This is an optimization exercise on Yosys and OpenROAD, whose aim is small area, a short achievable clock period and few clock cycles per item, not a production implementation. The RTL of this run was laid out without a check of its function. Power and IR drop assume default switching activity.

## flow/config.mk

```make
export PLATFORM = sky130hd
export DESIGN_NAME = tint_exec
export DESIGN_NICKNAME = tint_exec
export VERILOG_FILES = /design/flow/design.v
export SDC_FILE = /design/flow/constraint.sdc
export NUM_CORES = 4
export LEC_CHECK = 0
export CAP_MARGIN = 40
export CORE_MARGIN = 2
export CORE_UTILIZATION = 40
export SLEW_MARGIN = 30
```

## flow/constraint.sdc

```tcl
create_clock -name core_clock -period 20.0 [get_ports {clk}]
set_input_delay 4.0000 -clock core_clock [delete_from_list [all_inputs] [get_ports {clk}]]
set_output_delay 4.0000 -clock core_clock [all_outputs]
set_load 0.01 [all_outputs]
```

## flow/design.v

```verilog
module tint_exec (
    input  wire        clk,
    input  wire        rst,
    input  wire        in_valid,
    output wire        in_ready,
    input  wire [31:0] in_instr,
    input  wire [63:0] in_a,
    input  wire [63:0] in_b,
    input  wire [63:0] in_d,
    input  wire [7:0]  in_p,
    output reg         out_valid,
    output reg  [1:0]  out_status,
    output reg  [4:0]  out_dst,
    output reg  [63:0] out_value
);
    localparam [1:0] ST_REG   = 2'd0;
    localparam [1:0] ST_PRED  = 2'd1;
    localparam [1:0] ST_ILLEG = 2'd2;
    localparam [1:0] ST_OTHER = 2'd3;
    localparam integer R = 8;            
    localparam integer K = 64 / R;       
    reg        rdy;
    reg        s0_v;
    reg [27:0] s0_instr;
    reg [63:0] s0_a;
    reg [63:0] s0_b;
    reg [63:0] s0_d;
    reg [7:1]  s0_p;
    reg [6:0]  cnt;
    assign in_ready = rdy;
    wire in_multi = (in_instr[27:22] == 6'h00) && (in_instr[6:2] == 5'b00010);
    wire [5:0]  op    = s0_instr[27:22];
    wire [6:0]  fn    = s0_instr[6:0];
    wire [3:0]  cond  = s0_instr[18:15];
    wire [1:0]  lop   = s0_instr[12:11];
    wire [4:0]  rd    = s0_instr[21:17];
    wire [2:0]  pd    = s0_instr[21:19];
    wire [15:0] imm16 = s0_instr[15:0];
    wire is_alu   = (op == 6'h00);
    wire is_immop = (op[5:3] == 3'b000) && (op[2:0] != 3'b000);
    wire is_mov   = (op[5:2] == 4'b0010);
    wire is_cmp   = (op[5:1] == 5'b01000);
    wire is_pset  = (op == 6'h12);
    wire is_other = ((op[5:3] == 3'b011) && (op[2:0] != 3'b111)) ||
                    ((op[5:4] == 2'b10) && (op[3:0] <= 4'h9)) ||
                    ((op[5:4] == 2'b11) && (op[3:0] <= 4'hB));
    wire illegal  = (is_alu && (fn > 7'h13)) ||
                    (is_cmp && cond[3]) ||
                    (is_pset && (lop == 2'd3)) ||
                    !(is_alu || is_immop || is_mov || is_cmp || is_pset || is_other);
    wire is_mul   = is_alu && (fn[6:1] == 6'b000100);
    wire is_div   = is_alu && (fn[6:1] == 6'b000101);
    wire [4:0] efn = is_alu ? fn[4:0] : ((op[2:0] == 3'd1) ? 5'd0 : {2'b00, op[2:0]});
    wire [63:0] A = s0_a;
    wire        use_rb = is_alu || (op == 6'h10);
    wire [63:0] B = use_rb ? s0_b :
                    (op == 6'h11) ? {{54{s0_instr[9]}}, s0_instr[9:0]} :
                                    {{52{s0_instr[11]}}, s0_instr[11:0]};
    wire        sub = !((op == 6'h01) || (is_alu && (fn == 7'h00)));
    wire [64:0] sum = {1'b0, A} + {1'b0, B ^ {64{sub}}} + {64'd0, sub};
    wire        lt_u = ~sum[64];
    wire        lt_s = (A[63] ^ B[63]) ? A[63] : sum[63];
    wire        eq   = (A == B);
    wire [63:0] land = A & B;
    wire        anyb = |land;
    reg cmp_base;
    always @(*) begin
        case (cond[2:1])
            2'd0: cmp_base = eq;
            2'd1: cmp_base = lt_s;
            2'd2: cmp_base = lt_u;
            default: cmp_base = anyb;
        endcase
    end
    wire cmp_res = cmp_base ^ cond[0];
    wire [7:0] preds = {s0_p[7:1], 1'b1};         
    wire       px = preds[s0_instr[18:16]] ^ s0_instr[10];
    wire       py = preds[s0_instr[15:13]] ^ s0_instr[9];
    reg        pset_res;
    always @(*) begin
        case (lop)
            2'd0: pset_res = px & py;
            2'd1: pset_res = px | py;
            default: pset_res = px ^ py;
        endcase
    end
    wire        lt    = fn[1] ? lt_s : lt_u;
    wire        pickA = lt ^ fn[0];
    wire [63:0] mm    = pickA ? A : B;
    function [63:0] rev64(input [63:0] x);
        integer i;
        begin
            for (i = 0; i < 64; i = i + 1)
                rev64[i] = x[63 - i];
        end
    endfunction
    reg  [5:0]  dj;                           
    wire        shl  = (efn == 5'd5);
    wire        sra  = (efn == 5'd7);
    wire [5:0]  sh   = is_div ? dj : B[5:0];
    wire [63:0] shx  = shl ? rev64(A) : A;
    wire [64:0] shy  = $signed({sra & A[63], shx}) >>> sh;
    wire [63:0] shr  = shy[63:0];
    wire [63:0] shres = shl ? rev64(shr) : shr;
    function [6:0] clz64(input [63:0] x);
        reg [31:0] y32;
        reg [15:0] y16;
        reg [7:0]  y8;
        reg [3:0]  y4;
        reg [1:0]  y2;
        reg z32, z16, z8, z4, z2, z1;
        begin
            z32 = (x[63:32] == 32'd0);
            y32 = z32 ? x[31:0] : x[63:32];
            z16 = (y32[31:16] == 16'd0);
            y16 = z16 ? y32[15:0] : y32[31:16];
            z8  = (y16[15:8] == 8'd0);
            y8  = z8 ? y16[7:0] : y16[15:8];
            z4  = (y8[7:4] == 4'd0);
            y4  = z4 ? y8[3:0] : y8[7:4];
            z2  = (y4[3:2] == 2'd0);
            y2  = z2 ? y4[1:0] : y4[3:2];
            z1  = ~y2[1];
            clz64 = (x == 64'd0) ? 7'd64 : {1'b0, z32, z16, z8, z4, z2, z1};
        end
    endfunction
    function [6:0] popc64(input [63:0] x);
        reg [1:0] l1 [0:31];
        reg [2:0] l2 [0:15];
        reg [3:0] l3 [0:7];
        reg [4:0] l4 [0:3];
        reg [5:0] l5 [0:1];
        integer i;
        begin
            for (i = 0; i < 32; i = i + 1) l1[i] = {1'b0, x[2*i]} + {1'b0, x[2*i+1]};
            for (i = 0; i < 16; i = i + 1) l2[i] = {1'b0, l1[2*i]} + {1'b0, l1[2*i+1]};
            for (i = 0; i < 8; i = i + 1)  l3[i] = {1'b0, l2[2*i]} + {1'b0, l2[2*i+1]};
            for (i = 0; i < 4; i = i + 1)  l4[i] = {1'b0, l3[2*i]} + {1'b0, l3[2*i+1]};
            for (i = 0; i < 2; i = i + 1)  l5[i] = {1'b0, l4[2*i]} + {1'b0, l4[2*i+1]};
            popc64 = {1'b0, l5[0]} + {1'b0, l5[1]};
        end
    endfunction
    wire        ctz   = fn[4] & fn[1];
    wire [6:0]  clz_a = clz64(ctz ? rev64(A) : A);
    wire [6:0]  clz_b = clz64(s0_b);
    wire [6:0]  popc  = popc64(A);
    wire [6:0]  cntres = (fn[1:0] == 2'b00) ? popc : clz_a;
    wire [63:0] bswap = {A[7:0], A[15:8], A[23:16], A[31:24],
                         A[39:32], A[47:40], A[55:48], A[63:56]};
    wire [63:0] mov_res;
    genvar gs;
    generate
        for (gs = 0; gs < 4; gs = gs + 1) begin : g_mov
            assign mov_res[16*gs+15:16*gs] =
                (op[1:0] == gs) ? imm16 :
                (op[1:0] == 2'd0) ? 16'd0 : s0_d[16*gs+15:16*gs];
        end
    endgenerate
    reg  [63:0]    acc_s;
    reg  [63:0]    acc_c;
    reg            acc_ci;
    wire [R-1:0]   mch = s0_b[R-1:0];
    localparam integer W = 64 + R;
    wire [W-1:0] pp [0:R-1];
    genvar gp;
    generate
        for (gp = 0; gp < R; gp = gp + 1) begin : g_pp
            assign pp[gp] = {{R{1'b0}}, A & {64{mch[gp]}}} << gp;
        end
    endgenerate
    function [2*W-1:0] csa(input [W-1:0] x, input [W-1:0] y, input [W-1:0] z);
        begin
            csa[W-1:0]   = x ^ y ^ z;
            csa[2*W-1:W] = ((x & y) | (x & z) | (y & z)) << 1;
        end
    endfunction
    wire [W-1:0] ra = {{R{1'b0}}, acc_s};
    wire [W-1:0] rb = {{R{1'b0}}, acc_c};
    wire [2*W-1:0] l1a = csa(pp[0], pp[1], pp[2]);
    wire [2*W-1:0] l1b = csa(pp[3], pp[4], pp[5]);
    wire [2*W-1:0] l1c = csa(pp[6], pp[7], ra);
    wire [2*W-1:0] l2a = csa(l1a[W-1:0], l1a[2*W-1:W], l1b[W-1:0]);
    wire [2*W-1:0] l2b = csa(l1b[2*W-1:W], l1c[W-1:0], l1c[2*W-1:W]);
    wire [2*W-1:0] l3a = csa(l2a[W-1:0], l2a[2*W-1:W], l2b[W-1:0]);
    wire [2*W-1:0] l4a = csa(l3a[W-1:0], l3a[2*W-1:W], l2b[2*W-1:W]);
    wire [2*W-1:0] l5a = csa(l4a[W-1:0], l4a[2*W-1:W], rb);
    wire [W-1:0] cs_s = l5a[W-1:0];
    wire [W-1:0] cs_c = l5a[2*W-1:W];
    wire [R:0]  mlo    = {1'b0, cs_s[R-1:0]} + {1'b0, cs_c[R-1:0]} + {{R{1'b0}}, acc_ci};
    wire [63:0] mul_lo = {mlo[R-1:0], s0_b[63:R]};
    wire [63:0] mul_hi = acc_s + acc_c + {63'd0, acc_ci};
    reg  [63:0] dr;                           
    reg  [63:0] dq;                           
    wire        d_c0 = (cnt == 7'd0);
    wire        d_c1 = (cnt == 7'd1);
    wire        d_it = |cnt[6:1];
    wire        d_bz = (s0_b == 64'd0);
    wire        d_triv = d_bz | lt_u;
    wire [64:0] dp   = {dr, A[dj]};
    wire [65:0] dt   = {1'b0, dp} - {2'b00, s0_b};
    wire        dge  = ~dt[65];
    wire [63:0] dr_n = dge ? dt[63:0] : dp[63:0];
    wire [63:0] dq_n = {dq[62:0], dge};
    wire is_mulhu   = fn[0];
    wire mul_last   = is_mul && (cnt[3:0] == (is_mulhu ? K : K - 1));
    wire mul_pre    = is_mul && (cnt[3:0] == (is_mulhu ? K - 1 : K - 2));
    wire div_triv   = is_div && d_c0 && d_triv;
    wire div_last   = is_div && d_it && (dj == 6'd0);
    wire div_pre    = is_div && ((d_c1 && (dj == 6'd0)) || (d_it && (dj == 6'd1)));
    wire single     = !is_mul && !is_div;
    wire done       = s0_v && (single || mul_last || div_triv || div_last);
    always @(posedge clk) begin
        if (rst) begin
            rdy  <= 1'b1;
            s0_v <= 1'b0;
        end else if (rdy) begin
            rdy  <= !(in_valid && in_multi);
            s0_v <= in_valid;
        end else begin
            rdy  <= s0_v && (mul_pre || div_pre || div_triv);
            s0_v <= s0_v && !done;
        end
    end
    always @(posedge clk) begin
        if (rdy) begin
            s0_instr <= in_instr[27:0];
            s0_a     <= in_a;
            cnt      <= 7'd0;
        end else begin
            cnt      <= cnt + 7'd1;
        end
        s0_d <= in_d;
        s0_p <= in_p[7:1];
        if (rdy)
            s0_b <= in_b;
        else if (is_mul)
            s0_b <= {mlo[R-1:0], s0_b[63:R]};
    end
    always @(posedge clk) begin
        if (rdy) begin
            acc_s  <= 64'd0;
            acc_c  <= 64'd0;
            acc_ci <= 1'b0;
        end else begin
            acc_s  <= cs_s[64+R-1:R];
            acc_c  <= cs_c[64+R-1:R];
            acc_ci <= mlo[R];
        end
    end
    always @(posedge clk) begin
        if (d_c0)
            dj <= clz_b[5:0] - clz_a[5:0];
        else if (d_it)
            dj <= dj - 6'd1;
        if (d_c1) begin
            dr <= {1'b0, shr[63:1]};
            dq <= 64'd0;
        end else begin
            dr <= dr_n;
            dq <= dq_n;
        end
    end
    reg [63:0] val;
    always @(*) begin
        if (is_mul)
            val = is_mulhu ? mul_hi : mul_lo;
        else if (is_div) begin
            if (d_c0)
                val = fn[0] ? A : {64{d_bz}};
            else
                val = fn[0] ? dr_n : dq_n;
        end else if (is_mov)
            val = mov_res;
        else begin
            case (efn)
                5'h00, 5'h01: val = sum[63:0];
                5'h02: val = land;
                5'h03: val = A | B;
                5'h04: val = A ^ B;
                5'h05, 5'h06, 5'h07: val = shres;
                5'h0C, 5'h0D, 5'h0E, 5'h0F: val = mm;
                5'h10, 5'h11, 5'h12: val = {57'd0, cntres};
                5'h13: val = bswap;
                default: val = 64'd0;
            endcase
        end
    end
    always @(posedge clk) begin
        if (rst)
            out_valid <= 1'b0;
        else
            out_valid <= done;
        if (illegal) begin
            out_status <= ST_ILLEG;
            out_dst    <= 5'd0;
            out_value  <= 64'd0;
        end else if (is_other) begin
            out_status <= ST_OTHER;
            out_dst    <= 5'd0;
            out_value  <= 64'd0;
        end else if (is_cmp) begin
            out_status <= ST_PRED;
            out_dst    <= {2'd0, pd};
            out_value  <= {63'd0, cmp_res};
        end else if (is_pset) begin
            out_status <= ST_PRED;
            out_dst    <= {2'd0, pd};
            out_value  <= {63'd0, pset_res};
        end else begin
            out_status <= ST_REG;
            out_dst    <= rd;
            out_value  <= val;
        end
    end
endmodule
```

## flow/run.sh

```bash
#!/bin/bash
# synth_recipe.tcl (not shown) runs the flow's synth.tcl, then flattens the netlist and writes it again
# the make line also repeats each setting of config.mk as NAME=value (left out here)
make -C /OpenROAD-flow-scripts/flow DESIGN_CONFIG=/design/flow/config.mk WORK_HOME=/design/flow/orfs CLKGATE_MAP_FILE= SYNTH_SCRIPT=/design/flow/synth_recipe.tcl finish
```

==> run summary <==
## worst paths after layout
check / start / to / slack [ns] / depth (start not counted)
max: dj[0] / out_value[43] / 10.53 / 23
min: dq[10] / dq[11] / 0.44 / 1
max reg2reg: dj[0] / out_value[43] / 10.53 / 23
min reg2reg: dq[10] / dq[11] / 0.44 / 1
## cells in the mapped netlist, types with 134 or more instances
library cell  count  share of area [%]
nand3_1         268                2.0
nor2b_1         154                1.5
o21ai_0         579                4.4
inv_1          1129                6.4
fa_1            557                 17
a21oi_1         642                4.8
xnor2_1         139                1.8
a21o_1          145                1.6
edfxtp_1        162                7.3
ha_1            386                7.3
nand2_1         821                4.6
o211ai_1        134                1.5
clkbuf_1        467                2.6
nor2_1          595                3.4
mux2i_1         136                2.1
and2_1          151                1.4
dfxtp_1         408                 12
## worst max-delay path: stages, from the launching register on
cell and delay (ns):
edfxtp_1 0.35, buf_4 0.46, mux4_2 0.67, mux4_2 0.52, mux4_2 0.70, inv_1 0.13, ha_1 0.23, nor2b_1 0.08
o2111a_1 0.29, o21a_1 0.28, o311ai_0 0.39, buf_4 0.22, a21boi_0 0.14, o2111ai_1 0.22, clkbuf_4 0.25, a21oi_1 0.14
nor4_4 0.63, buf_4 0.53, buf_4 0.69, nor2_1 0.11, a21oi_1 0.54, a21oi_1 0.28, a2111oi_0 0.80, o21ai_1 0.40
## metal layers
| layer | up-vias | wire [microns] | part of all wire, % | track usage, % |
|---|---|---|---|---|
| li1 | 29200 | - | - | - |
| met1 | 35900 | 160000 | 36 | 61.4 |
| met2 | 6118 | 172000 | 38 | 69.9 |
| met3 | 1888 | 66400 | 15 | 24.3 |
| met4 | 38 | 48400 | 11 | 43.6 |
| met5 | - | 1050 | 0.23 | 2.66 |
## flip-flops by register name, indices dropped and copies added (netlist names)
name	count
acc_c	64
acc_s	64
dr	64
out_value	64
s0_a	64
s0_b	64
s0_d	64
dq	63
s0_instr	28
cnt	7
s0_p	7
dj	6
out_dst	5
out_status	2
acc_ci	1
out_valid	1
rdy	1
s0_v	1
## power groups by stage
stage	sequential, W	clock [W]	combinational (W)
6_report	0.00150	0.00143	0.00468
5_1_grt	0.00151	0.00147	0.00501
4_1_cts	0.00149	0.00143	0.00450
3_5_place_dp	0.00151	0	0.00447
3_3_place_gp	0.00152	0	0.00441
2_1_floorplan	0.00145	0	0.00285
## through the flow
| stage | total power, W | hold WS [ns] | area, sq um | worst slack [ns] | util, % |
|---|---|---|---|---|---|
| detailed placement | 0.00598 | 0.434 | 72800 | 10.67 | 44.2 |
| CTS | 0.00742 | 0.448 | 75300 | 10.69 | 45.7 |
| floorplan | 0.00430 | 0.424 | 66300 | 13.14 | - |
| global placement | 0.00592 | 0.433 | 72300 | 10.59 | 43.9 |
| global route | 0.00799 | 0.469 | 75600 | 10.61 | 45.9 |
| finish | 0.00761 | 0.444 | 75700 | 10.53 | 45.9 |
## cells in the final DEF (no fill, tap or decap), types with 37 or more instances in the layout
cell type / count
inv_1: 1125
a21o_1: 145
a211oi_1: 114
edfxtp_1: 162
a22oi_1: 67
nand4_1: 49
and3_1: 37
fa_1: 557
nor4_1: 77
buf_4: 327
nor2_1: 583
a31oi_1: 72
ha_1: 386
diode_2: 47
dfxtp_1: 407
a221oi_1: 78
clkdlybuf4s50_1: 302
o21ai_0: 568
xnor2_1: 138
nor2b_1: 153
o21a_1: 50
o21bai_1: 42
mux2i_1: 135
clkbuf_16: 77
xor2_1: 116
o211ai_1: 134
nand3_1: 268
and2_1: 150
nand2_1: 813
nor3_1: 95
o22ai_1: 86
a21oi_1: 636
## cell type report
type                    count  area [sq um]  share of cell area [%]
diodes                     47           118                   0.155
clock inverters            34           380                   0.502
well taps                2189          2740                    3.62
multi-input cells        6121         46900                    62.0
flip-flops and latches    570         13000                    17.2
inverters                1141          4280                    5.66
clock buffers             103          2120                    2.81
repair buffers            677          6100                    8.05
## cell families after synthesis
family,count (synthesis)
compound gates,2352
xor+xnor,256
fa+ha+maj,943
buf+inv,1722
flops,570
mux,187
simple gates,2383
==> impl_metrics.tcl <==
set metrics [dict create \
    arrival_ns 10.02 \
    first_iter_violations 12200 \
    grt_pass1_vias 68900 \
    synthDistinctLibCells 110 \
    dr.pass1.iters 11 \
    overflow 0 \
    leakage_nw 33.8 \
    routed_via_density 6.73 \
    clock_sinks 570 \
    path_clk_slew_ns 0.08 \
    die_y_microns 411 \
    fin_tns_setup_ns 0 \
    grt_max_degree 119 \
    root_buffer "clkbuf_16" \
    grt_pass1_wl_microns 595000 \
    cts_setup_buffers 0 \
    netlist_instances 8413 \
    grt_usage_pct 51.8 \
    finalHoldViolCount 0 \
    critical_path.max_fanout 53 \
    io_pins 308 \
    routedWlPerCell_microns 41.2 \
    synthMuxAreaShare_pct 3.42 \
    final.setup_skew_ns 0.0479 \
    setup.worst_path.start_class "register" \
    tightest_slew_ns 1.17 \
    die_x_microns 411 \
    synthFlopType "dfxtp_1" \
    ir_drop_v 0.000197 \
    drive_gt1_share_pct 7.75 \
    die_area_sq_mm 0.169 \
    crit_type "register to register" \
    p_comb_share_pct 61.4 \
    drv_cap 0 \
    min_period_ns 9.47 \
    synthSimpleGateAreaFrac_pct 16.7 \
    place_hpwl_microns 348000 \
    holdBufCountCts 0 \
    maxSlewViolCount 0 \
    drt-total-wl_microns 448000 \
    nFillCells 16700 \
    synth_top_family_by_area "adder cells" \
    rsz0062_at_grt "no" \
    power_switching_w 0.00376 \
    drc 0 \
    syn_area_sq_mm 0.0663 \
    vias 73200 \
    synth_edf_count 162 \
    cts_buffer_depth 3 \
    cts_buffers 74 \
    setup-violations-final 0 \
    syn_nets 9591 \
    start_util_pct 40.2 \
    globalplace.congestion 1.12 \
    cts_tree "yes" \
    hp-class "register to register" \
    ant_nets 0 \
    ys_seq_area_share_pct 19.7 \
    dp.cells 10700 \
    ctsResizeCount 0 \
    syn_to_final_growth_pct 14.2 \
    seqPwrFrac_pct 19.7 \
    ys_seq_elements 570 \
    synthAdderAreaFrac_pct 24.1 \
    pwr-share-clk_pct 18.8 \
    outcome "no timing/DRC/antenna violations" \
    power.density_mw_per_mm2 101 \
    yosys_warnings 6 \
    synthXorXnorAreaFrac_pct 3.41 \
    final_cells 10900 \
    rows 149 \
    htree_levels 3 \
    final_nets 9763 \
    clock_latency_ns 0.79 \
    synth_compound_area_share_pct 22.6 \
    fin_crit_sh_pct 47.3 \
    end_kind "register" \
    syn_avg_cell_area_sq_um 7.88 \
    fmax_ghz 0.106 \
    p_int_w 0.00385 \
    port_buffers 302 \
    synth-async-reset-ratio_pct 0 \
    slew_headroom_pct 21.5 \
    cp_data_required_time_ns 20.55 \
    core_area_sq_mm 0.165 \
    swShare_pct 49.4 \
    antenna_found_initial 74 \
]

==> re-timing with driven ports <==
No port has a modelled driver above. Below, the same layout with a new extraction and two added sets of constraints. Step 1 assumes that a clkbuf_16 drives the clock port and a buf_2 every other input. Step 2, shift: input delay + t, output delay - t, t = (earliest + latest rising clock arrival at the registers) / 2. This alone moves slack from input paths to output paths. Three values: ideal, step 1, step 2; two values: the first two.
t (ns): 0.846
setup slack, ns: 10.533 / 10.533 / 10.533
clock arrival spread, ns: 0.051 / 0.052
After both steps this run still meets setup and hold. The setup slack of this run moves by 0.000 ns with the drivers and by 0.000 ns with both steps.
